From an optimization exercise on the open Yosys and OpenROAD flow, aimed at small area, a short achievable clock period and few clock cycles per item; shortcuts taken in it are not production practice.
Only simulation tests tie the RTL to the original design; equivalence was not proved.

===== flow/config.mk =====
export PLATFORM = sky130hd
export DESIGN_NAME = aes128_enc
export DESIGN_NICKNAME = aes128_enc
export VERILOG_FILES = /design/flow/design.v
export SDC_FILE = /design/flow/constraint.sdc
export NUM_CORES = 8
export LEC_CHECK = 0
export CAP_MARGIN = 20
export CORE_MARGIN = 2
export CORE_UTILIZATION = 75
export CTS_BUF_LIST = sky130_fd_sc_hd__clkbuf_8
export CTS_CLUSTER_DIAMETER = 60
export CTS_CLUSTER_SIZE = 16
export SETUP_SLACK_MARGIN = 3.0
export SLEW_MARGIN = 20
export SYNTH_HIERARCHICAL = 1

===== flow/constraint.sdc =====
create_clock -name core_clock -period 10.0 [get_ports {clk}]
set_input_delay 2.0000 -clock core_clock [delete_from_list [all_inputs] [get_ports {clk}]]
set_output_delay 2.0000 -clock core_clock [all_outputs]
set_load 0.01 [all_outputs]

===== flow/flow/run.sh =====
#!/bin/bash
# The standard layout, with the smallest buffer on the ports.
set -euo pipefail
bash standard.sh BUFFER_PORTS_ARGS="-buffer_cell sky130_fd_sc_hd__buf_1" finish > standard.log 2>&1

===== flow/standard.sh =====
#!/bin/bash
# synth_recipe.tcl (not shown) runs the flow's synth.tcl, then flattens the netlist and writes it again
# the make line also repeats each setting of config.mk as NAME=value (left out here)
make -C /OpenROAD-flow-scripts/flow DESIGN_CONFIG=/design/flow/config.mk WORK_HOME=/design/flow/orfs CLKGATE_MAP_FILE= SYNTH_SCRIPT=/design/flow/synth_recipe.tcl "${@:-finish}"

===== flow/design.v =====
module g_xor2 (input wire a, input wire b, output wire y);
    assign y = a ^ b;
endmodule
module g_xnor2 (input wire a, input wire b, output wire y);
    assign y = ~(a ^ b);
endmodule
module g_nand2 (input wire a, input wire b, output wire y);
    assign y = ~(a & b);
endmodule
module g_and2 (input wire a, input wire b, output wire y);
    assign y = a & b;
endmodule
module g_muxh (input wire s, input wire a, input wire b, output wire y);
    assign y = s ? b : ~a;
endmodule
module aes_sbox (
    input  wire [7:0] a,
    output wire [7:0] y
);
    wire U0 = a[7], U1 = a[6], U2 = a[5], U3 = a[4];
    wire U4 = a[3], U5 = a[2], U6 = a[1], U7 = a[0];
    wire T1, T2, T3, T4, T5, T6, T7, T8, T9, T10, T11, T12, T13, T14, T15, T16, T17, T18, T19, T20, T21, T22, T23, T24, T25, T26, T27, M1, M2, M3, M4, M5, M6, M7, M8, M9, M10, M11, M12, M13, M14, M15, M16, M17, M18, M19, M20, M21, M22, M23, M24, M25, M26, M27, M28, M29, M30, M31, M32, M33, M34, M35, M36, M37, M38, M39, M40, M41, M42, M43, M44, M45, M46, M47, M48, M49, M50, M51, M52, M53, M54, M55, M56, M57, M58, M59, M60, M61, M62, M63, L0, L1, L2, L3, L4, L5, L6, L7, L8, L9, L10, L11, L12, L13, L14, L15, L16, L17, L18, L19, L20, L21, L22, L23, L24, L25, L26, L27, L28, L29, S0, S1, S2, S3, S4, S5, S6, S7;
    g_xor2 g_T1 (.a(U0), .b(U3), .y(T1));
    g_xor2 g_T2 (.a(U0), .b(U5), .y(T2));
    g_xor2 g_T3 (.a(U0), .b(U6), .y(T3));
    g_xor2 g_T4 (.a(U3), .b(U5), .y(T4));
    g_xor2 g_T5 (.a(U4), .b(U6), .y(T5));
    g_xor2 g_T6 (.a(T1), .b(T5), .y(T6));
    g_xor2 g_T7 (.a(U1), .b(U2), .y(T7));
    g_xor2 g_T8 (.a(U7), .b(T6), .y(T8));
    g_xor2 g_T9 (.a(U7), .b(T7), .y(T9));
    g_xor2 g_T10 (.a(T6), .b(T7), .y(T10));
    g_xor2 g_T11 (.a(U1), .b(U5), .y(T11));
    g_xor2 g_T12 (.a(U2), .b(U5), .y(T12));
    g_xor2 g_T13 (.a(T3), .b(T4), .y(T13));
    g_xor2 g_T14 (.a(T6), .b(T11), .y(T14));
    g_xor2 g_T15 (.a(T5), .b(T11), .y(T15));
    g_xor2 g_T16 (.a(T5), .b(T12), .y(T16));
    g_xor2 g_T17 (.a(T9), .b(T16), .y(T17));
    g_xor2 g_T18 (.a(U3), .b(U7), .y(T18));
    g_xor2 g_T19 (.a(T7), .b(T18), .y(T19));
    g_xor2 g_T20 (.a(T1), .b(T19), .y(T20));
    g_xor2 g_T21 (.a(U6), .b(U7), .y(T21));
    g_xor2 g_T22 (.a(T7), .b(T21), .y(T22));
    g_xor2 g_T23 (.a(T2), .b(T22), .y(T23));
    g_xor2 g_T24 (.a(T2), .b(T10), .y(T24));
    g_xor2 g_T25 (.a(T20), .b(T17), .y(T25));
    g_xor2 g_T26 (.a(T3), .b(T16), .y(T26));
    g_xor2 g_T27 (.a(T1), .b(T12), .y(T27));
    g_nand2 g_M1 (.a(T13), .b(T6), .y(M1));
    g_nand2 g_M2 (.a(T23), .b(T8), .y(M2));
    g_xnor2 g_M3 (.a(T14), .b(M1), .y(M3));
    g_nand2 g_M4 (.a(T19), .b(U7), .y(M4));
    g_xor2 g_M5 (.a(M4), .b(M1), .y(M5));
    g_nand2 g_M6 (.a(T3), .b(T16), .y(M6));
    g_nand2 g_M7 (.a(T22), .b(T9), .y(M7));
    g_xnor2 g_M8 (.a(T26), .b(M6), .y(M8));
    g_nand2 g_M9 (.a(T20), .b(T17), .y(M9));
    g_xor2 g_M10 (.a(M9), .b(M6), .y(M10));
    g_nand2 g_M11 (.a(T1), .b(T15), .y(M11));
    g_nand2 g_M12 (.a(T4), .b(T27), .y(M12));
    g_xor2 g_M13 (.a(M12), .b(M11), .y(M13));
    g_nand2 g_M14 (.a(T2), .b(T10), .y(M14));
    g_xor2 g_M15 (.a(M14), .b(M11), .y(M15));
    g_xnor2 g_M16 (.a(M3), .b(M2), .y(M16));
    g_xor2 g_M17 (.a(M5), .b(T24), .y(M17));
    g_xnor2 g_M18 (.a(M8), .b(M7), .y(M18));
    g_xor2 g_M19 (.a(M10), .b(M15), .y(M19));
    g_xor2 g_M20 (.a(M16), .b(M13), .y(M20));
    g_xor2 g_M21 (.a(M17), .b(M15), .y(M21));
    g_xor2 g_M22 (.a(M18), .b(M13), .y(M22));
    g_xor2 g_M23 (.a(M19), .b(T25), .y(M23));
    g_xor2 g_M24 (.a(M22), .b(M23), .y(M24));
    g_nand2 g_M25 (.a(M22), .b(M20), .y(M25));
    g_xnor2 g_M26 (.a(M21), .b(M25), .y(M26));
    g_xor2 g_M27 (.a(M20), .b(M21), .y(M27));
    g_xnor2 g_M28 (.a(M23), .b(M25), .y(M28));
    g_nand2 g_M29 (.a(M28), .b(M27), .y(M29));
    g_nand2 g_M30 (.a(M26), .b(M24), .y(M30));
    g_and2 g_M31 (.a(M20), .b(M23), .y(M31));
    g_nand2 g_M32 (.a(M27), .b(M31), .y(M32));
    g_xnor2 g_M33 (.a(M27), .b(M25), .y(M33));
    g_and2 g_M34 (.a(M21), .b(M22), .y(M34));
    g_nand2 g_M35 (.a(M24), .b(M34), .y(M35));
    g_xnor2 g_M36 (.a(M24), .b(M25), .y(M36));
    g_xnor2 g_M37 (.a(M21), .b(M29), .y(M37));
    g_xnor2 g_M38 (.a(M32), .b(M33), .y(M38));
    g_xnor2 g_M39 (.a(M23), .b(M30), .y(M39));
    g_xnor2 g_M40 (.a(M35), .b(M36), .y(M40));
    g_xor2 g_M41 (.a(M38), .b(M40), .y(M41));
    g_xor2 g_M42 (.a(M37), .b(M39), .y(M42));
    g_xor2 g_M43 (.a(M37), .b(M38), .y(M43));
    g_xor2 g_M44 (.a(M39), .b(M40), .y(M44));
    g_xor2 g_M45 (.a(M42), .b(M41), .y(M45));
    g_nand2 g_M46 (.a(M44), .b(T6), .y(M46));
    g_nand2 g_M47 (.a(M40), .b(T8), .y(M47));
    g_nand2 g_M48 (.a(M39), .b(U7), .y(M48));
    g_nand2 g_M49 (.a(M43), .b(T16), .y(M49));
    g_nand2 g_M50 (.a(M38), .b(T9), .y(M50));
    g_nand2 g_M51 (.a(M37), .b(T17), .y(M51));
    g_nand2 g_M52 (.a(M42), .b(T15), .y(M52));
    g_nand2 g_M53 (.a(M45), .b(T27), .y(M53));
    g_nand2 g_M54 (.a(M41), .b(T10), .y(M54));
    g_nand2 g_M55 (.a(M44), .b(T13), .y(M55));
    g_nand2 g_M56 (.a(M40), .b(T23), .y(M56));
    g_nand2 g_M57 (.a(M39), .b(T19), .y(M57));
    g_nand2 g_M58 (.a(M43), .b(T3), .y(M58));
    g_nand2 g_M59 (.a(M38), .b(T22), .y(M59));
    g_nand2 g_M60 (.a(M37), .b(T20), .y(M60));
    g_nand2 g_M61 (.a(M42), .b(T1), .y(M61));
    g_nand2 g_M62 (.a(M45), .b(T4), .y(M62));
    g_nand2 g_M63 (.a(M41), .b(T2), .y(M63));
    g_xor2 g_L0 (.a(M61), .b(M62), .y(L0));
    g_xor2 g_L1 (.a(M50), .b(M56), .y(L1));
    g_xor2 g_L2 (.a(M46), .b(M48), .y(L2));
    g_xor2 g_L3 (.a(M47), .b(M55), .y(L3));
    g_xor2 g_L4 (.a(M54), .b(M58), .y(L4));
    g_xor2 g_L5 (.a(M49), .b(M61), .y(L5));
    g_xnor2 g_L6 (.a(M62), .b(L5), .y(L6));
    g_xnor2 g_L7 (.a(M46), .b(L3), .y(L7));
    g_xor2 g_L8 (.a(M51), .b(M59), .y(L8));
    g_xor2 g_L9 (.a(M52), .b(M53), .y(L9));
    g_xnor2 g_L10 (.a(M53), .b(L4), .y(L10));
    g_xnor2 g_L11 (.a(M60), .b(L2), .y(L11));
    g_xor2 g_L12 (.a(M48), .b(M51), .y(L12));
    g_xnor2 g_L13 (.a(M50), .b(L0), .y(L13));
    g_xor2 g_L14 (.a(M52), .b(M61), .y(L14));
    g_xnor2 g_L15 (.a(M55), .b(L1), .y(L15));
    g_xnor2 g_L16 (.a(M56), .b(L0), .y(L16));
    g_xnor2 g_L17 (.a(M57), .b(L1), .y(L17));
    g_xnor2 g_L18 (.a(M58), .b(L8), .y(L18));
    g_xnor2 g_L19 (.a(M63), .b(L4), .y(L19));
    g_xor2 g_L20 (.a(L0), .b(L1), .y(L20));
    g_xor2 g_L21 (.a(L1), .b(L7), .y(L21));
    g_xor2 g_L22 (.a(L3), .b(L12), .y(L22));
    g_xor2 g_L23 (.a(L18), .b(L2), .y(L23));
    g_xor2 g_L24 (.a(L15), .b(L9), .y(L24));
    g_xor2 g_L25 (.a(L6), .b(L10), .y(L25));
    g_xor2 g_L26 (.a(L7), .b(L9), .y(L26));
    g_xor2 g_L27 (.a(L8), .b(L10), .y(L27));
    g_xor2 g_L28 (.a(L11), .b(L14), .y(L28));
    g_xor2 g_L29 (.a(L11), .b(L17), .y(L29));
    g_xor2 g_S0 (.a(L6), .b(L24), .y(S0));
    g_xnor2 g_S1 (.a(L16), .b(L26), .y(S1));
    g_xnor2 g_S2 (.a(L19), .b(L28), .y(S2));
    g_xor2 g_S3 (.a(L6), .b(L21), .y(S3));
    g_xor2 g_S4 (.a(L20), .b(L22), .y(S4));
    g_xor2 g_S5 (.a(L25), .b(L29), .y(S5));
    g_xnor2 g_S6 (.a(L13), .b(L27), .y(S6));
    g_xnor2 g_S7 (.a(L6), .b(L23), .y(S7));
    assign y = {S0, S1, S2, S3, S4, S5, S6, S7};
endmodule
module aes_mixcol_n (
    input  wire [31:0] c,
    output wire [31:0] mn
);
    wire [7:0] b [0:3];
    assign b[0] = c[31:24];
    assign b[1] = c[23:16];
    assign b[2] = c[15:8];
    assign b[3] = c[7:0];
    wire [7:0] p [0:3];
    wire [7:0] x [0:3];
    wire [7:0] q [0:3];
    genvar i, j;
    generate
        for (i = 0; i < 4; i = i + 1) begin : g_b
            for (j = 0; j < 8; j = j + 1) begin : g_p
                g_xor2 u_p (.a(b[i][j]), .b(b[(i + 1) % 4][j]), .y(p[i][j]));
            end
            assign x[i][0] = p[i][7];
            g_xor2 u_x1 (.a(p[i][0]), .b(p[i][7]), .y(x[i][1]));
            assign x[i][2] = p[i][1];
            g_xor2 u_x3 (.a(p[i][2]), .b(p[i][7]), .y(x[i][3]));
            g_xor2 u_x4 (.a(p[i][3]), .b(p[i][7]), .y(x[i][4]));
            assign x[i][7:5] = p[i][6:4];
            for (j = 0; j < 8; j = j + 1) begin : g_q
                g_xor2 u_q (.a(b[(i + 1) % 4][j]), .b(p[(i + 2) % 4][j]), .y(q[i][j]));
                g_xnor2 u_m (.a(x[i][j]), .b(q[i][j]), .y(mn[31 - 8 * i - 7 + j]));
            end
        end
    endgenerate
endmodule
module aes128_enc (
    input  wire         clk,
    input  wire         rst,       
    input  wire         start,
    input  wire [127:0] key,
    input  wire [127:0] block,
    output reg          done,
    output wire [127:0] result
);
    reg [127:0] state;
    reg [127:0] kregn;
    reg [3:0]   cnt;      
    reg         idle;
    reg [7:0] rc;
    always @* begin
        if (idle)
            rc = 8'h01;
        else
            case (cnt)
                4'd1: rc = 8'h02;
                4'd2: rc = 8'h04;
                4'd3: rc = 8'h08;
                4'd4: rc = 8'h10;
                4'd5: rc = 8'h20;
                4'd6: rc = 8'h40;
                4'd7: rc = 8'h80;
                4'd8: rc = 8'h1b;
                default: rc = 8'h36;
            endcase
    end
    wire [127:0] sr;
    genvar i, c, r;
    generate
        for (c = 0; c < 4; c = c + 1) begin : g_col
            for (r = 0; r < 4; r = r + 1) begin : g_row
                assign sr[127-8*(r+4*c) -: 8] = state[127-8*(r+4*((c+r)%4)) -: 8];
            end
        end
    endgenerate
    wire [127:0] mcn;
    generate
        for (c = 0; c < 4; c = c + 1) begin : g_mc
            aes_mixcol_n u_mc (.c(sr[127-32*c -: 32]), .mn(mcn[127-32*c -: 32]));
        end
    endgenerate
    wire [127:0] din, kin, sbin, nstate;
    generate
        for (i = 0; i < 128; i = i + 1) begin : g_ark
            g_muxh u_d (.s(idle), .a(mcn[i]), .b(block[i]), .y(din[i]));
            g_muxh u_k (.s(idle), .a(kregn[i]), .b(key[i]), .y(kin[i]));
            g_xor2 u_x (.a(din[i]), .b(kin[i]), .y(sbin[i]));
        end
        for (i = 0; i < 16; i = i + 1) begin : g_sub
            aes_sbox u_sb (.a(sbin[127-8*i -: 8]), .y(nstate[127-8*i -: 8]));
        end
    endgenerate
    wire [31:0] w0 = kin[127:96], w1 = kin[95:64], w2 = kin[63:32], w3 = kin[31:0];
    wire [31:0] sub;
    aes_sbox ks0 (.a(w3[23:16]), .y(sub[31:24]));
    aes_sbox ks1 (.a(w3[15:8]),  .y(sub[23:16]));
    aes_sbox ks2 (.a(w3[7:0]),   .y(sub[15:8]));
    aes_sbox ks3 (.a(w3[31:24]), .y(sub[7:0]));
    wire [31:0] w0r;
    wire [31:0] a01, a012, a0123, n0n, n1n, n2n, n3n;
    assign w0r[23:0] = w0[23:0];
    generate
        for (i = 0; i < 8; i = i + 1) begin : g_rc
            g_xor2 u_rc (.a(w0[24+i]), .b(rc[i]), .y(w0r[24+i]));
        end
        for (i = 0; i < 32; i = i + 1) begin : g_ks
            g_xor2  u_a01 (.a(w0r[i]), .b(w1[i]), .y(a01[i]));
            g_xor2  u_a012 (.a(a01[i]), .b(w2[i]), .y(a012[i]));
            g_xor2  u_a0123 (.a(a012[i]), .b(w3[i]), .y(a0123[i]));
            g_xnor2 u_n0 (.a(w0r[i]), .b(sub[i]), .y(n0n[i]));
            g_xnor2 u_n1 (.a(a01[i]), .b(sub[i]), .y(n1n[i]));
            g_xnor2 u_n2 (.a(a012[i]), .b(sub[i]), .y(n2n[i]));
            g_xnor2 u_n3 (.a(a0123[i]), .b(sub[i]), .y(n3n[i]));
        end
    endgenerate
    generate
        for (i = 0; i < 128; i = i + 1) begin : g_out
            g_xnor2 u_o (.a(sr[i]), .b(kregn[i]), .y(result[i]));
        end
    endgenerate
    always @(posedge clk) begin
        state <= nstate;
        kregn <= {n0n, n1n, n2n, n3n};
    end
    always @(posedge clk) begin
        if (rst) begin
            cnt  <= 4'd0;
            idle <= 1'b1;
            done <= 1'b0;
        end else begin
            done <= !idle && cnt == 4'd9;
            if (start && idle) begin
                cnt  <= 4'd1;
                idle <= 1'b0;
            end else if (!idle) begin
                cnt <= cnt + 4'd1;
                if (cnt == 4'd9)
                    idle <= 1'b1;
            end
        end
    end
endmodule

==> results.sh, run 1 <==
export IMPL_post_route_cells_drive_above_1_share_pct=8.53
export IMPL_route_final_wire_length_mm=131
export IMPL_synth_cells_most_frequent="sky130_fd_sc_hd__xor2_1 (1896), sky130_fd_sc_hd__xnor2_1 (904), sky130_fd_sc_hd__nand2_1 (899), sky130_fd_sc_hd__dfxtp_1 (262), sky130_fd_sc_hd__o21ai_1 (256)"
export IMPL_dr_max_layer_used="met5"
export IMPL_global_route_usage_total_pct=48.5
export IMPL_detail_route_first_pass_iterations=8
export IMPL_period_minus_slack_ps=7270
export IMPL_multi_input_logic_area_mm2=0.0322
export IMPL_number_of_enable_flip_flop_cells_after_synthesis=0
export IMPL_crit_type="reg2reg"
export IMPL_post_route_drc_count=0
export IMPL_fin_tns_setup_ps=0
export IMPL_detailed_place_area_mm2=0.0393
export IMPL_final_setup_skew_ps=68.3
export IMPL_hpwl_mm=104
export IMPL_netlist_area_leader_share_pct=45.9
export IMPL_final_period_utilization_pct=72.7
export IMPL_route_detailed_vias_per_inst=6.06
export IMPL_worstPathCellList="xor2_1 -> xor2_1 -> xnor2_1 -> o21ai_1 -> xor2_2 -> xor2_2 -> xor2_2 -> xor2_1 -> nand2_1 -> xor2_2 -> xor2_1 -> xor2_1 -> nand2_1 -> xnor2_1 -> xor2_1 -> nand2_1 -> xor2_2 -> xnor2_4 -> xor2_1 -> xor2_1"
export IMPL_sequential_share_of_the_synthesized_area_pct=14.5
export IMPL_worst_setup_path_end_kind="register"
export IMPL_numCtsBuffers=36
export IMPL_timing_rr_start="state[119]"
export IMPL_minimum_setup_slack_among_reg_to_reg_paths_ps=2730
export IMPL_filler_cell_count_in_the_final_layout=2711
export IMPL_cpPeakStageDelay_ps=640
export IMPL_number_of_nets_in_the_synthesized_netlist=4722
export IMPL_cts_hold_buf=0
export IMPL_grt_pass1_vias=31769
export IMPL_synthTopCellsByArea="sky130_fd_sc_hd__xor2_1 (46%), sky130_fd_sc_hd__xnor2_1 (22%), sky130_fd_sc_hd__dfxtp_1 (15%)"
export IMPL_first_pass_grt_wire_length_mm=184
export IMPL_cts_sinks=262
export IMPL_route_detailed_wl_per_inst_um=24.4
export IMPL_floorplan_rows=80
export IMPL_io_pin_count=388
export IMPL_wl_met3_mm=15.1
export IMPL_primary_flip_flop_cell_chosen_by_synthesis_mapping="sky130_fd_sc_hd__dfxtp_1"
export IMPL_setup_viol=0
export IMPL_fp_coreArea_mm2=0.0476
export IMPL_full_die_area_mm2=0.0500
export IMPL_clockRootBuffer="sky130_fd_sc_hd__clkbuf_8"
export IMPL_worst_setup_hold_path_clk_slew_ps=100
export IMPL_slew_headroom_pct=33.8
export IMPL_reported_max_cap_violation_count=0
export IMPL_worst_reg2reg_endpoint="state[10]"
export IMPL_global_route_overflow_total=0
export IMPL_placer_congestion_estimate=1.08
export IMPL_clock_latency_on_the_worst_skew_pair_ps=670
export IMPL_io_buffers=387
export IMPL_crit_cells=20
export IMPL_status="finished clean"
export IMPL_start_util_pct=75.9
export IMPL_tightestPinTransition_ps=986
export IMPL_timing_critical_path_from_type="register"
export IMPL_syn_avg_cell_area_um2=8.11
export IMPL_timing_max_transition_violations_final=0
export IMPL_synth_cells=4457
export IMPL_cp_data_arrival_time_ps=7880
export IMPL_max_freq_mhz=138
export IMPL_ys_seq_elements=262
export IMPL_cts_htree_levels=2
export IMPL_crit_fanout=5
export IMPL_synth_cell_types=25
export IMPL_floorplan_die_width_um=224
export IMPL_timing_hold_worst_class="reg2reg"
export IMPL_timing_critical_path_buf_inv=0
export IMPL_critical_path_top_cell_by_count="sky130_fd_sc_hd__xor2_1"
export IMPL_drt_iter0_drc=4119
export IMPL_hold_path_depth=2
export IMPL_sequential_cell_area_mm2=0.00525
export IMPL_path_delay_family="XOR/XNOR gates"
export IMPL_reg2regPathDepth=20
export IMPL_finalHoldViolCount=0
export IMPL_grt_start_max_net_pins=128
export IMPL_synthesis_yosys_warnings=8
export IMPL_clock_tree_buffer_depth=3
export IMPL_cell_with_the_largest_stage_delay_on_the_worst_path="sky130_fd_sc_hd__dfxtp_1"
export IMPL_postLayoutCellArea_mm2=0.0406
export IMPL_finalHoldWorstSlack_ps=563
export IMPL_fp_dieH_um=224
export IMPL_synthMostInstantiatedCell="sky130_fd_sc_hd__xor2_1"
export IMPL_final_nets=4998
export IMPL_setup_repair_after_global_routing_missed_its_margin="yes"
export IMPL_met1Wirelength_mm=47.1
export IMPL_number_of_vias_after_detailed_routing=32556
export IMPL_yosys_area_top_type="sky130_fd_sc_hd__xor2_1"
export IMPL_met2_length_mm=56.3
export IMPL_antenna_found_initial=4
export IMPL_cp_data_required_time_ps=10610
export IMPL_area_delta_synth_final_pct=12.4
export IMPL_netlist_area_mm2=0.0361
export IMPL_route_antenna_remaining_nets=0
export IMPL_cp_startpoint="state[119]"
export IMPL_cts_tree="built"
export IMPL_postSynth_asyncResetShare_pct=0
export IMPL_worst_setup_path_endpoint="state[10]"
modules after synthesis, one instance, submodules excluded, a selection:
module      copies in the design  flip-flops and latches  cells  cell area, µm²
g_and2                        40                       0      1            6.26
g_xor2                      1896                       0      1            8.76
g_xnor2                      904                       0      1            8.76
aes_sbox                      20                       0      8            60.1
aes128_enc                     1                     262    305            5530
g_nand2                      640                       0      1            3.75
g_muxh                       256                       0      2            8.76
stage by stage:
step	instances	setup slack, ps	utilization, %
4_1_cts	5372	3010	84.4
3_5_place_dp	5309	2360	82.6
2_1_floorplan	4457	2200	-
5_1_grt	5374	2690	85.3
3_3_place_gp	5309	2520	82.6
6_report	5374	2730	85.3
logic make-up (layout without fill, tap and decap cells):
family                   Yosys count  count (layout)  synth area share (%)
adder cells (fa/ha/maj)            6               6                 0.208
multiplexers                       1               1                0.0277
AND/OR/NAND/NOR                  956             956                  10.3
flip-flops                       262             262                  14.5
AO/OA/AOI/OAI                    267             267                  3.72
XOR/XNOR                        2800            2800                  67.8
buffers and inverters            165             466                  3.40
other                              0               1                     0
placed cells by master (no fill, tap or decap), types with 8 or more instances in the layout:
cell type and count:
sky130_fd_sc_hd__xor2_1 1694, sky130_fd_sc_hd__nand2_1 882, sky130_fd_sc_hd__xnor2_1 806, sky130_fd_sc_hd__buf_1 387, sky130_fd_sc_hd__dfxtp_1 259, sky130_fd_sc_hd__o21ai_1 248
sky130_fd_sc_hd__xor2_2 199, sky130_fd_sc_hd__xnor2_2 87, sky130_fd_sc_hd__and2_1 41, sky130_fd_sc_hd__clkbuf_8 37, sky130_fd_sc_hd__nand2_2 17, sky130_fd_sc_hd__xnor2_4 11
sky130_fd_sc_hd__o21ai_2 8
layout make-up:
class / count / share of cell area (%)
clock buffers: 37 / 1.25
multi-input cells: 4030 / 79.2
diodes: 1 / 0.00616
flip-flops and latches: 262 / 12.9
clock inverters: 26 / 0.773
inverters: 4 / 0.0370
repair buffers: 399 / 3.94
well taps: 615 / 1.89
sequential cells by signal, summed over array words and instances (netlist names):
register,flops
cnt,4
done,1
idle,1
kregn,128
state,128
layer usage:
layer | global-route usage, % | vias to the layer above
met2 | 76.6 | 2492
met3 | 11.4 | 803
met1 | 58.2 | 15244
li1 | - | 14011
met4 | 34.6 | 6
met5 | 0 | -
worst reg2reg max path, cell delays in order (launching register included):
cell and delay, ps:
sky130_fd_sc_hd__dfxtp_1 640, sky130_fd_sc_hd__xor2_1 580, sky130_fd_sc_hd__xor2_1 190, sky130_fd_sc_hd__xnor2_1 600, sky130_fd_sc_hd__o21ai_1 300, sky130_fd_sc_hd__xor2_2 360, sky130_fd_sc_hd__xor2_2 410, sky130_fd_sc_hd__xor2_2 350
sky130_fd_sc_hd__xor2_1 360, sky130_fd_sc_hd__nand2_1 160, sky130_fd_sc_hd__xor2_2 270, sky130_fd_sc_hd__xor2_1 410, sky130_fd_sc_hd__xor2_1 390, sky130_fd_sc_hd__nand2_1 170, sky130_fd_sc_hd__xnor2_1 440, sky130_fd_sc_hd__xor2_1 410
sky130_fd_sc_hd__nand2_1 310, sky130_fd_sc_hd__xor2_2 270, sky130_fd_sc_hd__xnor2_4 250, sky130_fd_sc_hd__xor2_1 210, sky130_fd_sc_hd__xor2_1 150
how the worst min path moves through the flow:
stage	end	startpoint	slack (ps)
floorplan	cnt[3]	cnt[0]	490
global placement	cnt[3]	cnt[0]	530
detailed placement	cnt[3]	cnt[0]	540
CTS	cnt[3]	cnt[0]	550
global route	cnt[3]	cnt[0]	590
finish	cnt[3]	cnt[0]	560
what timing repair did:
action,4_1_cts,5_1_grt
gates resized for setup,3,58
buffers inserted,0,1
endpoints found under the setup margin,12,169
pin swaps,0,0
Testbench counts, summed over its fixed seeds: cycles 5,128, blocks 512.
==> inputs of run 2 (changes only) <==
--- a/flow/config.mk
+++ b/flow/config.mk
@@ -8,5 +8,5 @@
 export CAP_MARGIN = 20
 export CORE_MARGIN = 2
-export CORE_UTILIZATION = 75
+export CORE_UTILIZATION = 70
 export CTS_BUF_LIST = sky130_fd_sc_hd__clkbuf_8
 export CTS_CLUSTER_DIAMETER = 60
==> results.sh, run 2 <==
export IMPL_period_minus_slack_ps=6820
export IMPL_sequential_share_of_the_synthesized_area_pct=14.5
export IMPL_grt_use_met2_pct=67.9
export IMPL_clock_latency_on_the_worst_skew_pair_ps=660
export IMPL_post_route_drc_count=0
export IMPL_critical_path_top_cell_by_count="sky130_fd_sc_hd__xor2_1"
export IMPL_cp_startpoint="key[23]"
export IMPL_global_route_overflow_total=0
export IMPL_postLayoutCellArea_mm2=0.0405
export IMPL_hpwl_mm=98.8
export IMPL_whs_endpoint="cnt[3]"
export IMPL_io_pin_count=388
export IMPL_first_pass_grt_wire_length_mm=172
export IMPL_drt_iter0_drc=2370
export IMPL_cp_data_arrival_time_ps=7350
export IMPL_clockRootBuffer="sky130_fd_sc_hd__clkbuf_8"
export IMPL_cell_with_the_largest_stage_delay_on_the_worst_path="sky130_fd_sc_hd__o21ai_1"
export IMPL_timing_critical_path_from_type="input port"
export IMPL_final_period_utilization_pct=68.2
export IMPL_status="finished clean"
export IMPL_synth_area_mux_share_pct=0.0277
export IMPL_detail_route_first_pass_iterations=6
export IMPL_synthesis_yosys_warnings=8
export IMPL_global_route_usage_total_pct=42.5
export IMPL_most_common_layout_cells="sky130_fd_sc_hd__xor2_1 (1699), sky130_fd_sc_hd__nand2_1 (882), sky130_fd_sc_hd__xnor2_1 (807)"
export IMPL_route_detailed_vias_per_inst=5.50
export IMPL_crit_type="in2reg"
export IMPL_timing_hold_worst_class="reg2reg"
export IMPL_multi_input_logic_area_mm2=0.0321
export IMPL_number_of_vias_after_detailed_routing=29924
export IMPL_slew_headroom_pct=30.2
export IMPL_clock_tree_buffer_depth=3
export IMPL_synth_cells_most_frequent="sky130_fd_sc_hd__xor2_1 (1896), sky130_fd_sc_hd__xnor2_1 (904), sky130_fd_sc_hd__nand2_1 (899), sky130_fd_sc_hd__dfxtp_1 (262), sky130_fd_sc_hd__o21ai_1 (256)"
export IMPL_grt_start_max_net_pins=140
export IMPL_globalRoute_busiestLayer="met2"
export IMPL_setup_viol=0
export IMPL_sequential_cell_area_mm2=0.00525
export IMPL_yosys_area_top_type="sky130_fd_sc_hd__xor2_1"
export IMPL_fp_coreArea_mm2=0.0512
export IMPL_floorplan_rows=83
export IMPL_placer_congestion_estimate=1.05
export IMPL_setup_repair_after_global_routing_missed_its_margin="yes"
export IMPL_post_synth_fa_ha_maj_area_fraction_pct=0.208
export IMPL_floorplan_die_width_um=231
export IMPL_full_die_area_mm2=0.0535
export IMPL_layout_commonest_cell="sky130_fd_sc_hd__xor2_1"
export IMPL_primary_flip_flop_cell_chosen_by_synthesis_mapping="sky130_fd_sc_hd__dfxtp_1"
export IMPL_tightestPinTransition_ps=1040
export IMPL_detailed_place_area_mm2=0.0394
export IMPL_synthXorXnorAreaFrac_pct=67.8
export IMPL_number_of_nets_in_the_synthesized_netlist=4722
export IMPL_route_antenna_remaining_nets=0
export IMPL_area_delta_synth_final_pct=12.2
export IMPL_reg2regPathDepth=20
export IMPL_reg_largest_list="kregn (128), state (128), cnt (4)"
export IMPL_synthTopCellsByArea="sky130_fd_sc_hd__xor2_1 (46%), sky130_fd_sc_hd__xnor2_1 (22%), sky130_fd_sc_hd__dfxtp_1 (15%)"
export IMPL_worst_reg2reg_endpoint="state[42]"
export IMPL_io_buffers=387
export IMPL_gr_usage_met1_pct=53.7
export IMPL_worst_setup_path_end_kind="register"
export IMPL_netlist_area_leader_share_pct=45.9
export IMPL_synth_cells=4457
export IMPL_fp_dieH_um=231
export IMPL_final_nets=4999
export IMPL_cpPeakStageDelay_ps=430
export IMPL_route_final_wire_length_mm=118
export IMPL_ys_seq_elements=262
export IMPL_postSynth_asyncResetShare_pct=0
export IMPL_global_route_usage_met3_pct=7.21
export IMPL_route_detailed_wl_per_inst_um=21.6
export IMPL_crit_fanout=5
export IMPL_antenna_found_initial=2
export IMPL_worst_setup_hold_path_clk_slew_ps=90
export IMPL_insertedDiodeCount=0
export IMPL_worstPathCellList="buf_1 -> nand2_1 -> o21ai_1 -> xor2_2 -> xor2_2 -> xor2_1 -> nand2_1 -> xor2_2 -> xor2_1 -> xor2_2 -> xor2_1 -> nand2_1 -> xnor2_2 -> xor2_1 -> xor2_1 -> nand2_2 -> xnor2_4 -> xor2_1 -> xor2_4 -> xnor2_1"
export IMPL_timing_max_transition_violations_final=0
export IMPL_finalHoldViolCount=0
export IMPL_hold_path_startpoint="cnt[0]"
export IMPL_max_freq_mhz=147
export IMPL_post_route_cells_drive_above_1_share_pct=8.26
export IMPL_timing_rr_start="state[63]"
export IMPL_finalHoldWorstSlack_ps=534
export IMPL_synth_simple_gate_area_share_pct=10.3
export IMPL_final_setup_skew_ps=63.1
export IMPL_filler_cell_count_in_the_final_layout=3812
export IMPL_number_of_enable_flip_flop_cells_after_synthesis=0
export IMPL_cts_htree_levels=2
export IMPL_synth_cell_types=25
export IMPL_synthMostInstantiatedCell="sky130_fd_sc_hd__xor2_1"
export IMPL_cp_data_required_time_ps=10530
export IMPL_netlist_area_mm2=0.0361
export IMPL_hold_path_depth=2
export IMPL_grt_pass1_vias=29347
export IMPL_reported_max_cap_violation_count=0
export IMPL_cts_sinks=262
export IMPL_syn_avg_cell_area_um2=8.11
export IMPL_numCtsBuffers=34
export IMPL_synth_compound_area_share_pct=3.72
export IMPL_minimum_setup_slack_among_reg_to_reg_paths_ps=3310
export IMPL_fin_tns_setup_ps=0
export IMPL_synth_top_family_by_area="XOR/XNOR gates"
export IMPL_cts_tree="built"
export IMPL_start_util_pct=70.6
run 2: metrics by stage:
stage	cells	setup WS [ps]	util, %
after global routing	5439	2910	79.2
after floorplan	4457	2200	-
after global placement	5374	2550	76.9
after detailed placement	5374	2480	76.9
final	5439	3180	79.2
after CTS	5436	3150	78.4
run 2: area by class of cell:
type	instances	area share [%]
clock buffer	37	1.26
clock inverter	24	0.494
inverter	4	0.0370
multi-input combinational	4030	79.2
sequential	262	12.9
tap	680	2.10
timing repair buffer	402	3.99
run 2: Yosys stat by module, one instance, submodules excluded, a selection:
module	area, µm²	flops+latches
g_xor2	8.76	0
g_xnor2	8.76	0
g_and2	6.26	0
g_nand2	3.75	0
aes128_enc	5530	262
aes_sbox	60.1	0
g_muxh	8.76	0
run 2: worst max path at each step:
stage,to,slack (ps),cells past startpoint
5_1_grt,state[10],2910,20
4_1_cts,kregn[65],3150,20
3_3_place_gp,kregn[58],2550,20
2_1_floorplan,state[10],2200,19
6_report,kregn[58],3180,20
3_5_place_dp,kregn[25],2480,20
run 2: logic make-up after synthesis:
group,count (synthesis)
compound gates,267
xor+xnor,2800
simple gates,956
buf+inv,165
mux,1
fa+ha+maj,6
flops,262
run 2: critical path, delay by kind of cell:
| family | cells | cell delay [ps] |
|---|---|---|
| xor gates and xnor gates | 14 | 4240 |
| and+or+nand+nor | 4 | 520 |
| AOI/OAI and AO/OA | 1 | 430 |
| buffers and inverters | 1 | 140 |
run 2: what timing repair did:
item / in CTS / in global routing
setup endpoints to repair: 4 / 143
pin swaps: 0 / 1
endpoints found under the hold margin: 0 / 0
hold buffers: 0 / 0
buffers inserted: 1 / 3
resized for setup: 0 / 53
run 2: metal layers:
| metal | routed length [µm] | vias up |
|---|---|---|
| met3 | 10300 | 348 |
| met1 | 46600 | 14150 |
| met2 | 52500 | 1434 |
| met5 | 25 | - |
| met4 | 8120 | 4 |
| li1 | - | 13988 |
==> inputs of run 3 (changes only) <==
--- a/flow/config.mk
+++ b/flow/config.mk
@@ -12,4 +12,5 @@
 export CTS_CLUSTER_DIAMETER = 60
 export CTS_CLUSTER_SIZE = 16
+export PLACE_DENSITY = 0.8
 export SETUP_SLACK_MARGIN = 3.0
 export SLEW_MARGIN = 20
==> results.sh, run 3 <==
export IMPL_synthMostInstantiatedCell="sky130_fd_sc_hd__xor2_1"
export IMPL_clock_tree_buffer_depth=3
export IMPL_synth_cell_types=25
export IMPL_postLayoutCoreUtil_pct=79.5
export IMPL_whs_endpoint="cnt[3]"
export IMPL_io_pin_count=388
export IMPL_timing_critical_path_buf_inv=1
export IMPL_full_die_area_mm2=0.0535
export IMPL_crit_type="in2reg"
export IMPL_final_nets=5007
export IMPL_cp_data_required_time_ps=10480
export IMPL_numCtsBuffers=37
export IMPL_global_route_usage_total_pct=42.6
export IMPL_hold_path_startpoint="cnt[0]"
export IMPL_synthTopCellsByArea="sky130_fd_sc_hd__xor2_1 (46%), sky130_fd_sc_hd__xnor2_1 (22%), sky130_fd_sc_hd__dfxtp_1 (15%)"
export IMPL_cell_with_the_largest_stage_delay_on_the_worst_path="sky130_fd_sc_hd__xor2_1"
export IMPL_clock_latency_on_the_worst_skew_pair_ps=650
export IMPL_hpwl_mm=99.1
export IMPL_netlist_area_mm2=0.0361
export IMPL_tightestPinTransition_ps=1120
export IMPL_finalHoldViolCount=0
export IMPL_place_ws_ps=2480
export IMPL_route_final_wire_length_mm=118
export IMPL_synthesis_yosys_warnings=8
export IMPL_final_period_utilization_pct=68.0
export IMPL_route_antenna_remaining_nets=0
export IMPL_worst_setup_path_end_kind="register"
export IMPL_detail_route_first_pass_iterations=5
export IMPL_worst_reg2reg_endpoint="state[74]"
export IMPL_crit_fanout=4
export IMPL_clockRootBuffer="sky130_fd_sc_hd__clkbuf_8"
export IMPL_max_freq_mhz=147
export IMPL_sequential_share_of_the_synthesized_area_pct=14.5
export IMPL_grt_pass1_vias=29250
export IMPL_setup_repair_after_global_routing_missed_its_margin="yes"
export IMPL_fin_tns_setup_ps=0
export IMPL_hold_path_depth=2
export IMPL_synthXorXnorAreaFrac_pct=67.8
export IMPL_number_of_nets_in_the_synthesized_netlist=4722
export IMPL_cp_data_arrival_time_ps=7280
export IMPL_detailed_place_area_mm2=0.0394
export IMPL_grt_start_max_net_pins=86
export IMPL_cts_hold_buf=0
export IMPL_timing_final_ws_setup_ps=3200
export IMPL_global_route_overflow_total=0
export IMPL_cts_sinks=262
export IMPL_layout_commonest_cell="sky130_fd_sc_hd__xor2_1"
export IMPL_syn_avg_cell_area_um2=8.11
export IMPL_timing_rr_start="state[15]"
export IMPL_timing_max_transition_violations_final=0
export IMPL_cts_htree_levels=2
export IMPL_route_detailed_wl_per_inst_um=21.6
export IMPL_period_minus_slack_ps=6800
export IMPL_start_util_pct=70.6
export IMPL_primary_flip_flop_cell_chosen_by_synthesis_mapping="sky130_fd_sc_hd__dfxtp_1"
export IMPL_synth_top_family_by_area="XOR/XNOR gates"
export IMPL_placer_congestion_estimate=1.11
export IMPL_reg_largest_list="kregn (128), state (128), cnt (4)"
export IMPL_cts_tree="built"
export IMPL_route_detailed_vias_per_inst=5.50
export IMPL_number_of_vias_after_detailed_routing=29977
export IMPL_postSynth_asyncResetShare_pct=0
export IMPL_number_of_enable_flip_flop_cells_after_synthesis=0
export IMPL_fp_dieH_um=231
export IMPL_drt_iter0_drc=2633
export IMPL_floorplan_die_width_um=231
export IMPL_post_route_drc_count=0
export IMPL_synth_compound_area_share_pct=3.72
export IMPL_cpPeakStageDelay_ps=450
export IMPL_fp_coreArea_mm2=0.0512
export IMPL_reported_max_cap_violation_count=0
export IMPL_minimum_setup_slack_among_reg_to_reg_paths_ps=3300
export IMPL_antenna_found_initial=4
export IMPL_first_pass_grt_wire_length_mm=172
export IMPL_post_route_cells_drive_above_1_share_pct=8.52
export IMPL_netlist_area_leader_share_pct=45.9
export IMPL_final_setup_skew_ps=50.9
export IMPL_path_delay_family="XOR/XNOR gates"
export IMPL_post_synth_fa_ha_maj_area_fraction_pct=0.208
export IMPL_filler_cell_count_in_the_final_layout=3829
export IMPL_worst_setup_hold_path_clk_slew_ps=90
export IMPL_status="finished clean"
export IMPL_synth_simple_gate_area_share_pct=10.3
export IMPL_slew_headroom_pct=25.0
export IMPL_synth_cells=4457
export IMPL_worstPathCellList="buf_1 -> nand2_1 -> o21ai_1 -> xor2_1 -> xor2_1 -> xor2_1 -> nand2_1 -> xor2_1 -> xor2_1 -> xor2_2 -> xor2_1 -> nand2_1 -> xnor2_2 -> xor2_1 -> xor2_1 -> nand2_2 -> xnor2_4 -> xor2_1 -> xor2_2 -> xnor2_1"
export IMPL_postLayoutCellArea_mm2=0.0407
export IMPL_synth_area_mux_share_pct=0.0277
export IMPL_most_common_layout_cells="sky130_fd_sc_hd__xor2_1 (1700), sky130_fd_sc_hd__nand2_1 (882), sky130_fd_sc_hd__xnor2_1 (801)"
export IMPL_crit_cells=20
export IMPL_ys_seq_elements=262
export IMPL_io_buffers=387
export IMPL_synth_cells_most_frequent="sky130_fd_sc_hd__xor2_1 (1896), sky130_fd_sc_hd__xnor2_1 (904), sky130_fd_sc_hd__nand2_1 (899), sky130_fd_sc_hd__dfxtp_1 (262), sky130_fd_sc_hd__o21ai_1 (256)"
export IMPL_yosys_area_top_type="sky130_fd_sc_hd__xor2_1"
export IMPL_setup_viol=0
export IMPL_timing_critical_path_from_type="input port"
export IMPL_critical_path_top_cell_by_count="sky130_fd_sc_hd__xor2_1"
export IMPL_floorplan_rows=83
export IMPL_reg2regPathDepth=20
export IMPL_area_delta_synth_final_pct=12.5
export IMPL_timing_hold_worst_class="reg2reg"
==> run 3: cell count changes in the layout (fill, tap and decap cells not counted), sizes merged <==
cell      previous run  this run
clkbuf              37        38
inv                 17        15
clkinvlp             5         2
bufinv               0         1
clkinv               6        12
buf                402       407
diode                0         2
==> run 3: worst register-to-register path, stage by stage, from the launching register on <==
cell	delay, ps
sky130_fd_sc_hd__dfxtp_1	800
sky130_fd_sc_hd__xor2_2	290
sky130_fd_sc_hd__xnor2_1	600
sky130_fd_sc_hd__o21ai_1	300
sky130_fd_sc_hd__xor2_1	700
sky130_fd_sc_hd__xor2_1	260
sky130_fd_sc_hd__xor2_1	350
sky130_fd_sc_hd__xor2_1	350
sky130_fd_sc_hd__nand2_1	110
sky130_fd_sc_hd__xor2_1	170
sky130_fd_sc_hd__xor2_1	240
sky130_fd_sc_hd__xor2_2	310
sky130_fd_sc_hd__xor2_1	300
sky130_fd_sc_hd__nand2_1	140
sky130_fd_sc_hd__xnor2_2	260
sky130_fd_sc_hd__xor2_1	300
sky130_fd_sc_hd__nand2_1	200
sky130_fd_sc_hd__xor2_1	240
sky130_fd_sc_hd__xnor2_2	320
sky130_fd_sc_hd__xor2_1	210
sky130_fd_sc_hd__xor2_1	150
==> run 3: how the worst max path moves through the flow <==
stage	to	startpoint	slack (ps)
global route	kregn[98]	key[25]	2950
global placement	kregn[89]	key[20]	2620
CTS	kregn[114]	key[9]	3110
detailed placement	kregn[114]	key[15]	2480
finish	kregn[98]	key[27]	3200
floorplan	state[10]	idle	2200
==> run 3: cell type report <==
class / count / area (µm²) / area share (%)
Sequential cell: 262 / 5250 / 12.9
Antenna cell: 2 / 5.00 / 0.0123
Multi-Input combinational cell: 4030 / 32100 / 78.9
Clock inverter: 26 / 288 / 0.707
Tap cell: 680 / 851 / 2.09
Inverter: 4 / 15.0 / 0.0369
Timing Repair Buffer: 407 / 1650 / 4.05
Clock buffer: 38 / 523 / 1.29
==> run 3: modules after synthesis, one instance, submodules excluded, excerpt <==
module,area (µm²),times used,flip-flops and latches,cells inside
g_xnor2,8.76,904,0,1
aes_sbox,60.1,20,0,8
g_and2,6.26,40,0,1
g_muxh,8.76,256,0,2
g_nand2,3.75,640,0,1
g_xor2,8.76,1896,0,1
aes128_enc,5530,1,262,305
==> run 3: what timing repair did <==
item	in CTS	in global routing
endpoints found under the hold margin	0	0
setup endpoints to repair	0	178
buffers inserted	0	4
gates resized for setup	0	52
==> run 3: routing by layer <==
layer	GRT usage [%]	vias to the layer above	share of wire, %
met3	7.82	301	9.4
met5	0	-	0.023
li1	-	13999	-
met2	66.4	1483	44
met4	24.4	4	6.3
met1	55.2	14190	40
==> run 3: metrics by stage <==
| step | std cells | hold WS, ps |
|---|---|---|
| after floorplan | 4457 | 487 |
| after global placement | 5379 | 533 |
| after detailed placement | 5379 | 542 |
| after CTS | 5443 | 545 |
| after global routing | 5448 | 569 |
| final | 5449 | 554 |
==> run 3: logic make-up after synthesis <==
kind of cell             Yosys count
flip-flops                       262
AND/OR/NAND/NOR                  956
multiplexers                       1
XOR/XNOR                        2800
adder cells (fa/ha/maj)            6
buffers and inverters            165
AO/OA/AOI/OAI                    267
==> inputs of run 4 (changes only) <==
--- a/flow/config.mk
+++ b/flow/config.mk
@@ -12,5 +12,5 @@
 export CTS_CLUSTER_DIAMETER = 60
 export CTS_CLUSTER_SIZE = 16
-export PLACE_DENSITY = 0.8
+export GPL_ROUTABILITY_DRIVEN = 0
 export SETUP_SLACK_MARGIN = 3.0
 export SLEW_MARGIN = 20
==> results.sh, run 4 <==
export IMPL_antenna_found_initial=2
export IMPL_synth_cells=4457
export IMPL_route_antenna_remaining_nets=0
export IMPL_global_route_overflow_total=0
export IMPL_grt_start_max_net_pins=152
export IMPL_fp_coreArea_mm2=0.0512
export IMPL_timing_hold_worst_class="reg2reg"
export IMPL_layout_commonest_cell="sky130_fd_sc_hd__xor2_1"
export IMPL_netlist_area_leader_share_pct=45.9
export IMPL_io_buffers=387
export IMPL_reg_largest_list="kregn (128), state (128), cnt (4)"
export IMPL_status="finished clean"
export IMPL_setup_repair_after_global_routing_missed_its_margin="yes"
export IMPL_number_of_enable_flip_flop_cells_after_synthesis=0
export IMPL_number_of_nets_in_the_synthesized_netlist=4722
export IMPL_start_util_pct=70.6
export IMPL_cts_htree_levels=2
export IMPL_synth_cells_most_frequent="sky130_fd_sc_hd__xor2_1 (1896), sky130_fd_sc_hd__xnor2_1 (904), sky130_fd_sc_hd__nand2_1 (899), sky130_fd_sc_hd__dfxtp_1 (262), sky130_fd_sc_hd__o21ai_1 (256)"
export IMPL_first_pass_grt_wire_length_mm=169
export IMPL_layout_cells_non_filler=5447
export IMPL_yosys_area_top_type="sky130_fd_sc_hd__xor2_1"
export IMPL_filler_cell_count_in_the_final_layout=3893
export IMPL_area_delta_synth_final_pct=12.7
export IMPL_synthMostInstantiatedCell="sky130_fd_sc_hd__xor2_1"
export IMPL_cts_tree="built"
export IMPL_clockRootBuffer="sky130_fd_sc_hd__clkbuf_8"
export IMPL_timing_critical_path_from_type="input port"
export IMPL_detail_route_first_pass_iterations=6
export IMPL_post_route_cells_drive_above_1_share_pct=8.50
export IMPL_setup_viol=0
export IMPL_slew_headroom_pct=35.6
export IMPL_timing_max_transition_violations_final=0
export IMPL_hpwl_mm=97.3
export IMPL_ys_seq_elements=262
export IMPL_synth_cell_types=25
export IMPL_grt_pass1_vias=29472
export IMPL_cts_sinks=262
export IMPL_synthTopCellsByArea="sky130_fd_sc_hd__xor2_1 (46%), sky130_fd_sc_hd__xnor2_1 (22%), sky130_fd_sc_hd__dfxtp_1 (15%)"
export IMPL_fin_tns_setup_ps=0
export IMPL_synthesis_yosys_warnings=8
export IMPL_number_of_vias_after_detailed_routing=30144
export IMPL_sequential_share_of_the_synthesized_area_pct=14.5
export IMPL_cp_data_required_time_ps=10500
export IMPL_route_detailed_vias_per_inst=5.53
export IMPL_floorplan_rows=83
export IMPL_worst_setup_path_end_kind="register"
export IMPL_most_common_layout_cells="sky130_fd_sc_hd__xor2_1 (1700), sky130_fd_sc_hd__nand2_1 (882), sky130_fd_sc_hd__xnor2_1 (804)"
export IMPL_postLayoutCoreUtil_pct=79.5
export IMPL_clock_latency_on_the_worst_skew_pair_ps=650
export IMPL_primary_flip_flop_cell_chosen_by_synthesis_mapping="sky130_fd_sc_hd__dfxtp_1"
export IMPL_syn_avg_cell_area_um2=8.11
export IMPL_crit_fanout=5
export IMPL_route_final_wire_length_mm=116
export IMPL_cts_hold_buf=0
export IMPL_max_freq_mhz=146
export IMPL_period_minus_slack_ps=6860
export IMPL_io_pin_count=388
export IMPL_tightestPinTransition_ps=959
export IMPL_final_nets=5006
export IMPL_full_die_area_mm2=0.0535
export IMPL_route_detailed_wl_per_inst_um=21.3
export IMPL_worst_setup_hold_path_clk_slew_ps=100
export IMPL_insertedDiodeCount=0
export IMPL_netlist_area_mm2=0.0361
export IMPL_placed_cells=5375
export IMPL_global_route_usage_total_pct=41.8
export IMPL_crit_type="in2reg"
export IMPL_reported_max_cap_violation_count=0
export IMPL_cp_data_arrival_time_ps=7360
export IMPL_postSynth_asyncResetShare_pct=0
export IMPL_postLayoutCellArea_mm2=0.0407
export IMPL_final_period_utilization_pct=68.6
export IMPL_drt_iter0_drc=2529
export IMPL_clock_tree_buffer_depth=3
export IMPL_post_route_drc_count=0
export IMPL_finalHoldViolCount=0
export IMPL_final_setup_skew_ps=83.2
export IMPL_numCtsBuffers=35
export IMPL_fp_dieH_um=231
export IMPL_detailed_place_area_mm2=0.0394
export IMPL_floorplan_die_width_um=231
==> run 4: area by class of cell <==
cell class	instances	area [µm²]	share of cell area [%]
well taps	680	851	2.09
clock buffers	37	509	1.25
multi-input cells	4030	32100	78.8
inverters	4	15.0	0.0369
repair buffers	408	1690	4.16
clock inverters	26	323	0.793
flip-flops and latches	262	5250	12.9
==> run 4: kinds of logic after synthesis <==
family                     Yosys count  share of synthesized area (%)
buffers and inverters              165                           3.40
AOI/OAI and AO/OA                  267                           3.72
xor gates and xnor gates          2800                           67.8
muxes                                1                         0.0277
adders and majority gates            6                          0.208
and+or+nand+nor                    956                           10.3
DFF                                262                           14.5
==> run 4: Yosys stat by module, one instance, submodules excluded, a selection <==
module | flip-flops and latches | cell area (µm²) | cells inside
g_and2 | 0 | 6.26 | 1
g_nand2 | 0 | 3.75 | 1
aes128_enc | 262 | 5530 | 305
g_muxh | 0 | 8.76 | 2
g_xnor2 | 0 | 8.76 | 1
aes_sbox | 0 | 60.1 | 8
g_xor2 | 0 | 8.76 | 1
==> run 4: critical path, cell delays in order <==
cell and delay (ps):
sky130_fd_sc_hd__buf_1 70, sky130_fd_sc_hd__nand2_1 80, sky130_fd_sc_hd__o21ai_1 440, sky130_fd_sc_hd__xor2_2 430, sky130_fd_sc_hd__xor2_2 340, sky130_fd_sc_hd__xor2_1 340
sky130_fd_sc_hd__xor2_1 250, sky130_fd_sc_hd__xor2_1 210, sky130_fd_sc_hd__xor2_1 400, sky130_fd_sc_hd__xor2_1 320, sky130_fd_sc_hd__nand2_1 140, sky130_fd_sc_hd__xnor2_1 390
sky130_fd_sc_hd__xor2_1 290, sky130_fd_sc_hd__nand2_1 220, sky130_fd_sc_hd__xor2_2 240, sky130_fd_sc_hd__xnor2_4 280, sky130_fd_sc_hd__xor2_1 250, sky130_fd_sc_hd__xor2_2 490
sky130_fd_sc_hd__xnor2_1 170
==> run 4: per-layer routing <==
layer  up-vias  part of all wire [%]  track usage (%)
li1      14018                     -                -
met3       385                   8.8             7.15
met4         0                   7.7             28.1
met1     14265                    39             52.4
met2      1476                    44             65.9
met5         -                     0                0
==> run 4: path summary, 6_finish.rpt <==
| kind | endpoint | depth (start not counted) | from | slack, ps |
|---|---|---|---|---|
| min | cnt[3] | 2 | cnt[0] | 550 |
| min reg2reg | cnt[3] | 2 | cnt[0] | 550 |
| max | kregn[2] | 19 | key[31] | 3140 |
| max reg2reg | state[42] | 21 | state[111] | 3370 |
==> run 4: metrics by stage <==
stage          hold WS (ps)  setup slack, ps
2_1_floorplan           487             2200
3_3_place_gp            526             2620
3_5_place_dp            530             2420
4_1_cts                 544             3080
5_1_grt                 584             2910
6_report                546             3140
==> run 4: repair_timing <==
action                                  in CTS  in global routing
endpoints found under the setup margin       0                171
setup buffers                                0                  9
resized for setup                            0                 49
==> inputs of run 5 (changes only) <==
--- a/flow/config.mk
+++ b/flow/config.mk
@@ -12,6 +12,5 @@
 export CTS_CLUSTER_DIAMETER = 60
 export CTS_CLUSTER_SIZE = 16
-export GPL_ROUTABILITY_DRIVEN = 0
-export SETUP_SLACK_MARGIN = 3.0
+export SETUP_SLACK_MARGIN = 3.3
 export SLEW_MARGIN = 20
 export SYNTH_HIERARCHICAL = 1
==> results.sh, run 5 <==
export IMPL_grt_start_max_net_pins=140
export IMPL_cts_tree="built"
export IMPL_reported_max_cap_violation_count=0
export IMPL_filler_cell_count_in_the_final_layout=3454
export IMPL_numCtsBuffers=34
export IMPL_route_final_wire_length_mm=122
export IMPL_fp_coreArea_mm2=0.0512
export IMPL_synth_cells=4457
export IMPL_full_die_area_mm2=0.0535
export IMPL_ys_seq_elements=262
export IMPL_synth_cell_types=25
export IMPL_timing_max_transition_violations_final=0
export IMPL_max_freq_mhz=148
export IMPL_most_common_layout_cells="sky130_fd_sc_hd__xor2_1 (1591), sky130_fd_sc_hd__nand2_1 (882), sky130_fd_sc_hd__xnor2_1 (801)"
export IMPL_number_of_nets_in_the_synthesized_netlist=4722
export IMPL_antenna_found_initial=1
export IMPL_critical_path_top_cell_by_count="sky130_fd_sc_hd__xor2_1"
export IMPL_yosys_area_top_type="sky130_fd_sc_hd__xor2_1"
export IMPL_tightestPinTransition_ps=1070
export IMPL_number_of_enable_flip_flop_cells_after_synthesis=0
export IMPL_path_delay_family="XOR/XNOR gates"
export IMPL_period_minus_slack_ps=6740
export IMPL_setup_repair_after_global_routing_missed_its_margin="yes"
export IMPL_first_pass_grt_wire_length_mm=173
export IMPL_area_delta_synth_final_pct=16.2
export IMPL_status="finished clean"
export IMPL_synthTopCellsByArea="sky130_fd_sc_hd__xor2_1 (46%), sky130_fd_sc_hd__xnor2_1 (22%), sky130_fd_sc_hd__dfxtp_1 (15%)"
export IMPL_fp_dieH_um=231
export IMPL_cp_data_arrival_time_ps=7210
export IMPL_timing_critical_path_buf_inv=1
export IMPL_detail_route_first_pass_iterations=5
export IMPL_route_detailed_wl_per_inst_um=22.2
export IMPL_slew_headroom_pct=28.4
export IMPL_postLayoutCoreUtil_pct=82.1
export IMPL_cp_data_required_time_ps=10480
export IMPL_start_util_pct=70.6
export IMPL_synthMostInstantiatedCell="sky130_fd_sc_hd__xor2_1"
export IMPL_global_route_usage_total_pct=42.7
export IMPL_final_nets=5036
export IMPL_floorplan_die_width_um=231
export IMPL_drt_iter0_drc=2699
export IMPL_cts_htree_levels=2
export IMPL_final_setup_skew_ps=67.8
export IMPL_post_route_cells_drive_above_1_share_pct=12.3
export IMPL_number_of_vias_after_detailed_routing=30531
export IMPL_clock_tree_buffer_depth=3
export IMPL_timing_hold_worst_class="reg2reg"
export IMPL_io_pin_count=388
export IMPL_final_period_utilization_pct=67.4
export IMPL_worstPathCellList="buf_1 -> nand2_1 -> o21ai_2 -> xor2_2 -> xor2_2 -> xor2_1 -> xor2_1 -> xor2_1 -> xor2_1 -> xor2_1 -> nand2_1 -> xnor2_1 -> xor2_1 -> nand2_1 -> xor2_1 -> xor2_1 -> xnor2_1 -> xnor2_1"
export IMPL_worst_setup_hold_path_clk_slew_ps=90
export IMPL_route_antenna_remaining_nets=0
export IMPL_setup_viol=0
export IMPL_finalHoldWorstSlack_ps=533
export IMPL_postSynth_asyncResetShare_pct=0
export IMPL_route_detailed_vias_per_inst=5.58
export IMPL_layout_commonest_cell="sky130_fd_sc_hd__xor2_1"
export IMPL_synth_cells_most_frequent="sky130_fd_sc_hd__xor2_1 (1896), sky130_fd_sc_hd__xnor2_1 (904), sky130_fd_sc_hd__nand2_1 (899), sky130_fd_sc_hd__dfxtp_1 (262), sky130_fd_sc_hd__o21ai_1 (256)"
export IMPL_netlist_area_leader_share_pct=45.9
export IMPL_synthesis_yosys_warnings=8
export IMPL_primary_flip_flop_cell_chosen_by_synthesis_mapping="sky130_fd_sc_hd__dfxtp_1"
export IMPL_crit_fanout=5
export IMPL_insertedDiodeCount=0
export IMPL_finalHoldViolCount=0
export IMPL_global_route_overflow_total=0
export IMPL_clock_latency_on_the_worst_skew_pair_ps=660
export IMPL_sequential_share_of_the_synthesized_area_pct=14.5
export IMPL_post_route_drc_count=0
export IMPL_placer_congestion_estimate=1.05
export IMPL_hpwl_mm=98.8
export IMPL_crit_type="in2reg"
export IMPL_fin_tns_setup_ps=0
export IMPL_io_buffers=387
export IMPL_cts_sinks=262
export IMPL_worst_setup_path_end_kind="register"
export IMPL_netlist_area_mm2=0.0361
export IMPL_floorplan_rows=83
export IMPL_clockRootBuffer="sky130_fd_sc_hd__clkbuf_8"
export IMPL_timing_critical_path_from_type="input port"
export IMPL_syn_avg_cell_area_um2=8.11
export IMPL_grt_pass1_vias=29533
export IMPL_cpPeakStageDelay_ps=860
export IMPL_reg_largest_list="kregn (128), state (128), cnt (4)"
export IMPL_cell_with_the_largest_stage_delay_on_the_worst_path="sky130_fd_sc_hd__xnor2_1"
-- run 5: worst register-to-register path, delay by kind of cell (launching register included) --
| kind | cells | cell delay, ps |
|---|---|---|
| flops | 1 | 670 |
| compound gates | 1 | 260 |
| buf+inv | 1 | 480 |
| simple gates | 2 | 350 |
| xor+xnor | 13 | 4520 |
-- run 5: what timing repair did --
item,4_1_cts,5_1_grt
pin swaps,0,23
gates resized for setup,24,205
gates cloned,0,0
hold buffers,0,0
endpoints found under the setup margin,117,240
buffers inserted,1,40
-- run 5: stage by stage --
stage | setup WS [ps] | instance area, µm² | std cells
after floorplan | 2200 | 38200 | 4457
after global placement | 2550 | 39400 | 5374
after detailed placement | 2480 | 39400 | 5374
after CTS | 3310 | 40300 | 5436
after global routing | 3040 | 42000 | 5476
final | 3260 | 42000 | 5476
-- run 5: cells by family after synthesis --
logic type / after synthesis / share of synthesized area [%]
fa+ha+maj: 6 / 0.208
compound gates: 267 / 3.72
buf+inv: 165 / 3.40
xor+xnor: 2800 / 67.8
mux: 1 / 0.0277
flops: 262 / 14.5
simple gates: 956 / 10.3
-- run 5: final timing paths --
path                             endpoint  slack (ps)     from  cells past startpoint
worst max-delay path            kregn[37]        3260  key[31]                     18
worst min-delay path               cnt[3]         530   cnt[0]                      2
worst max register to register  kregn[37]        3560     idle                     17
worst min register to register     cnt[3]         530   cnt[0]                      2
-- run 5: layout make-up --
cell class / instances / area [µm²] / area share (%)
timing repair buffer: 439 / 1900 / 4.53
multi-input combinational: 4030 / 33300 / 79.2
clock buffer: 37 / 509 / 1.21
tap: 680 / 851 / 2.02
inverter: 4 / 15.0 / 0.0357
sequential: 262 / 5250 / 12.5
clock inverter: 24 / 200 / 0.476
-- run 5: per-module statistics from Yosys (local to each module, per instance), a selection --
| module | area (µm²) | cells | times used | flops+latches |
|---|---|---|---|---|
| g_muxh | 8.76 | 2 | 256 | 0 |
| g_nand2 | 3.75 | 1 | 640 | 0 |
| g_xor2 | 8.76 | 1 | 1896 | 0 |
| g_and2 | 6.26 | 1 | 40 | 0 |
| aes128_enc | 5530 | 305 | 1 | 262 |
| g_xnor2 | 8.76 | 1 | 904 | 0 |
| aes_sbox | 60.1 | 8 | 20 | 0 |
-- run 5: metal layers --
layer | vias to the layer above | GRT usage (%) | wire, µm
met5 | - | 0 | 0
met4 | 0 | 27.2 | 8850
met3 | 389 | 7.55 | 11000
met2 | 1658 | 67.7 | 54500
met1 | 14487 | 53.7 | 47200
li1 | 13997 | - | -

-- separate check: timing with driven ports --
No port has a modelled driver above. Below, the same layouts with a new extraction and two added sets of constraints.
Step 1, drivers: a clkbuf_16 drives clk and a buf_2 each remaining input, both assumed.
Step 2 times the ports against the registers' clock, not the clock port: input delays grow and output delays shrink by t, the midpoint of the rising clock arrivals with the driver on.
a / b / c = ideal ports / drivers / drivers and shift; a / b = the first two.
run | shift t [ns] | setup WS [ns] | worst setup path at the end | worst register clock-pin slew, ns | worst slew at a driven data input, ns
run 1 | 0.696 | 2.730 / 2.730 / 2.209 | input to register | 0.11 / 0.11 | 0.12
run 2 | 0.680 | 3.178 / 3.210 / 2.530 | input to register | 0.10 / 0.10 | 0.09
run 3 | 0.682 | 3.200 / 3.229 / 2.547 | input to register | 0.10 / 0.10 | 0.07
run 4 | 0.660 | 3.141 / 3.169 / 2.509 | input to register | 0.10 / 0.10 | 0.08
run 5 | 0.683 | 3.263 / 3.295 / 2.612 | input to register | 0.11 / 0.11 | 0.09
After both steps every run listed still meets setup and hold. For run 3, which loses most, drivers alone change the setup slack by +0.029 ns; drivers and shift together by -0.653 ns.
